From an optimization exercise on the open Yosys and OpenROAD flow, aimed at small area and a short achievable clock period; shortcuts taken in it are not production practice. Where RTL was checked, it was by simulation tests only, not by an equivalence proof against the original. Power figures rest on the tool's default switching activity, not on a simulated workload.

## rev 12
==> flow/design.v (excerpt) <==
module lane_symbol_path (
    input  wire        clk,
    input  wire        rst,            
    input  wire        rx_valid,       
    input  wire [19:0] rx_bits,
    input  wire        cdr_lock,       
    input  wire        comma_align,    
    input  wire        bitslip,        
    input  wire        decode_check,   
    output reg         tx_valid,       
    output reg  [19:0] tx_bits,        
    output reg  [1:0]  code_err,       
    output reg  [1:0]  disp_err,       
    output reg         sym_lock,       
    output reg  [3:0]  word_phase      
);
For scale: about 780 cells after synthesis, about 57 I/O pins, about 5500 µm² of cells after synthesis.
==> flow/config.mk <==
export PLATFORM = sky130hd
export DESIGN_NAME = lane_symbol_path
export DESIGN_NICKNAME = lane_symbol_path
export VERILOG_FILES = /design/flow/design.v
export SDC_FILE = /design/flow/constraint.sdc
export NUM_CORES = 4
export LEC_CHECK = 0
export CAP_MARGIN = 20
export CORE_MARGIN = 2
export CORE_UTILIZATION = 40
export SLEW_MARGIN = 20
==> flow/constraint.sdc <==
create_clock -name core_clock -period 34.0 [get_ports {clk}]
set_input_delay 6.8000 -clock core_clock [delete_from_list [all_inputs] [get_ports {clk}]]
set_output_delay 6.8000 -clock core_clock [all_outputs]
set_load 0.01 [all_outputs]
standard.sh (not shown) runs the stock make flow with config.mk's settings and CLKGATE_MAP_FILE= SYNTH_SCRIPT=/design/flow/synth_recipe.tcl, a recipe that flattens the netlist after the stock synthesis.
==> flow/flow/run.sh <==
#!/bin/bash
# Layout flow: the standard ORFS flow (standard.sh, all steps), with
#  - an area-oriented ABC mapping script for the synthesis's logic mapping
#    (the registers are mapped as in the standard synthesis, before ABC),
#  - plain buffers (buf_2) instead of delay buffers on the ports,
#  - an extra setup margin for the flow's repair_timing calls, so that the
#    repair works on the paths that set the achieved period.
# The clock period and constraints are the standard flow's (constraint.sdc, config.mk).
set -euo pipefail
W=$(pwd)
rm -rf "$W/scripts_local"
cp -r "$FLOW_HOME/scripts" "$W/scripts_local"
cp "$W/flow/abc_area_map.script" "$W/scripts_local/abc_speed.script"
export SCRIPTS_DIR="$W/scripts_local"
export BUFFER_PORTS_ARGS="-buffer_cell sky130_fd_sc_hd__buf_2"
if [[ -f "$W/flow/setup_margin" ]]; then
  export SETUP_SLACK_MARGIN=$(cat "$W/flow/setup_margin")
fi
bash standard.sh > "$W/orfs_flow.log" 2>&1
==> flow/flow/abc_area_map.script <==
strash
dc2
dch -f
amap
topo
buffer -c
dnsize -c
Rev 12 finished every stage and its layout cleared the timing, design-rule and antenna checks.
### rev 12 -> rev 13
--- a/flow/design.v
+++ b/flow/design.v
@@ -13,18 +13,20 @@
     output reg  [1:0]  disp_err,       
     output reg         sym_lock,       
     output reg  [3:0]  word_phase      
 );
     function [3:0] group_info(input [9:0] c);
         reg a, b, cc, d, e, i, f, g, h, j;
-        reg s1, c1, s2, c2, s3, c3, s4, c4, s5, c5;
+        reg s1, c1, s2, c2, s3, c3;
+        reg x0, x1, x2, y0, y1, y2, z0, z1, z2;
+        reg [6:0] q6;
+        reg [4:0] q4;
         reg w2, w3, w4, bal4;
         reg k28n, k28p, kx7n, kx7p;
         reg xm, xp, ym, yp, bm, bp, pm, am, pp, ap;
         reg vn, vp, hi, n5;
-        reg [2:0] tw;
         begin
             {j, h, g, f, i, e, d, cc, b, a} = c;
             {c1, s1} = {1'b0, a} + {1'b0, b} + {1'b0, cc};
             {c2, s2} = {1'b0, d} + {1'b0, e} + {1'b0, i};
             {c3, s3} = {1'b0, f} + {1'b0, g} + {1'b0, h};
             w3 = (s1 ^ s2) & (c1 ^ c2);
@@ -46,17 +48,31 @@
             pp = !f & !g & !h & j;
             ap = f & !g & !h & !j;
             vn = (xm & (bm | (pm & !(e & i)) | (am & e & i))) |
                  (xp & (bp | (pp & !k28n) | (ap & kx7n)));
             vp = (yp & (bp | (pp & (e | i)) | (ap & !e & !i))) |
                  (ym & (bm | (pm & !k28p) | (am & kx7p)));
-            {c4, s4} = {1'b0, s1} + {1'b0, s2} + {1'b0, s3};
-            {c5, s5} = {1'b0, s4} + {1'b0, j};
-            tw = {2'b0, c1} + {2'b0, c2} + {2'b0, c3} + {2'b0, c4} + {2'b0, c5};
-            hi = (tw >= 3'd3);
-            n5 = (tw == 3'd2) & s5;
+            x2 = s1 & s2;  x1 = s1 ^ s2;  x0 = !s1 & !s2;
+            y2 = c1 & c2;  y1 = c1 ^ c2;  y0 = !c1 & !c2;
+            q6[0] = x0 & y0;
+            q6[1] = x1 & y0;
+            q6[2] = (x2 & y0) | (x0 & y1);
+            q6[3] = x1 & y1;
+            q6[4] = (x2 & y1) | (x0 & y2);
+            q6[5] = x1 & y2;
+            q6[6] = x2 & y2;
+            z2 = s3 & j;  z1 = s3 ^ j;  z0 = !s3 & !j;
+            q4[0] = z0 & !c3;
+            q4[1] = z1 & !c3;
+            q4[2] = (z2 & !c3) | (z0 & c3);
+            q4[3] = z1 & c3;
+            q4[4] = z2 & c3;
+            hi = q6[6] | (q6[5] & !q4[0]) | (q6[4] & (q4[2] | q4[3] | q4[4])) |
+                 (q6[3] & (q4[3] | q4[4])) | (q6[2] & q4[4]);
+            n5 = (q6[5] & q4[0]) | (q6[4] & q4[1]) | (q6[3] & q4[2]) |
+                 (q6[2] & q4[3]) | (q6[1] & q4[4]);
             group_info = {hi, !n5, vp, vn};
         end
     endfunction
     reg [19:0] prev_word;
     reg        have_prev;
     reg        ph_half;        
The lower global-route usage over all layers of rev 12 and rev 13 is in rev 13. When rev 13 is set beside rev 12, its detailed-router iteration count before antenna repair turns out to be 3 smaller. Summary of rev 13 over rev 12: per-cell routed wire length dropped about 5.6%, area enclosed by the die boundary climbed 1.3%. From rev 12 to rev 13 the numbers moved as follows: area of the core region shows an increase of about 3%; proportion of synthesized chip area in sequential cells shows a reduction of 0.34 points; total power shows no meaningful change. Measured against each other, rev 12 and rev 13 differ in post-route worst hold slack, the lower figure coming from rev 13. Rev 13 vs rev 12 — wire length dropped by a few percent. When the final numbers for rev 12 and rev 13 were put side by side, the synthesized-area fraction occupied by adder cells turned out to be smaller in rev 13. Rev 13 vs rev 12 on combinational share of power: rev 13 is the lower one. [diff] minimum clock period after layout, rev 13 relative to rev 12: improvement. Rev 13 contains more vias than rev 12. Rev 13: post-place setup slack higher than rev 12.
Function not checked in rev 13: the RTL went through the layout flow alone.

separate check: timing with driven ports:
How much do the figures lean on ideal ports? The routed layouts below were timed once more, with nothing changed but the port constraints. Step 1: set_driving_cell puts a clkbuf_16 on clk and a buf_2 on each other input, an assumption about the parent block. Step 2 times the ports against the registers' clock, not the clock port: input delays grow and output delays shrink by t, the midpoint of the rising clock arrivals with the driver on. Three values: ideal, step 1, step 2; two values: the first two.
run | t, ns | setup slack, ns | latest minus earliest clock arrival (ns)
rev 12 | 0.375 | 21.347 / 21.360 / 20.985 | 0.007 / 0.006
rev 13 | 0.376 | 21.614 / 21.625 / 21.249 | 0.006 / 0.006
After both steps every run listed still meets setup and hold. For rev 13, which loses most, drivers alone change the setup slack by +0.011 ns; drivers and shift together by -0.365 ns.
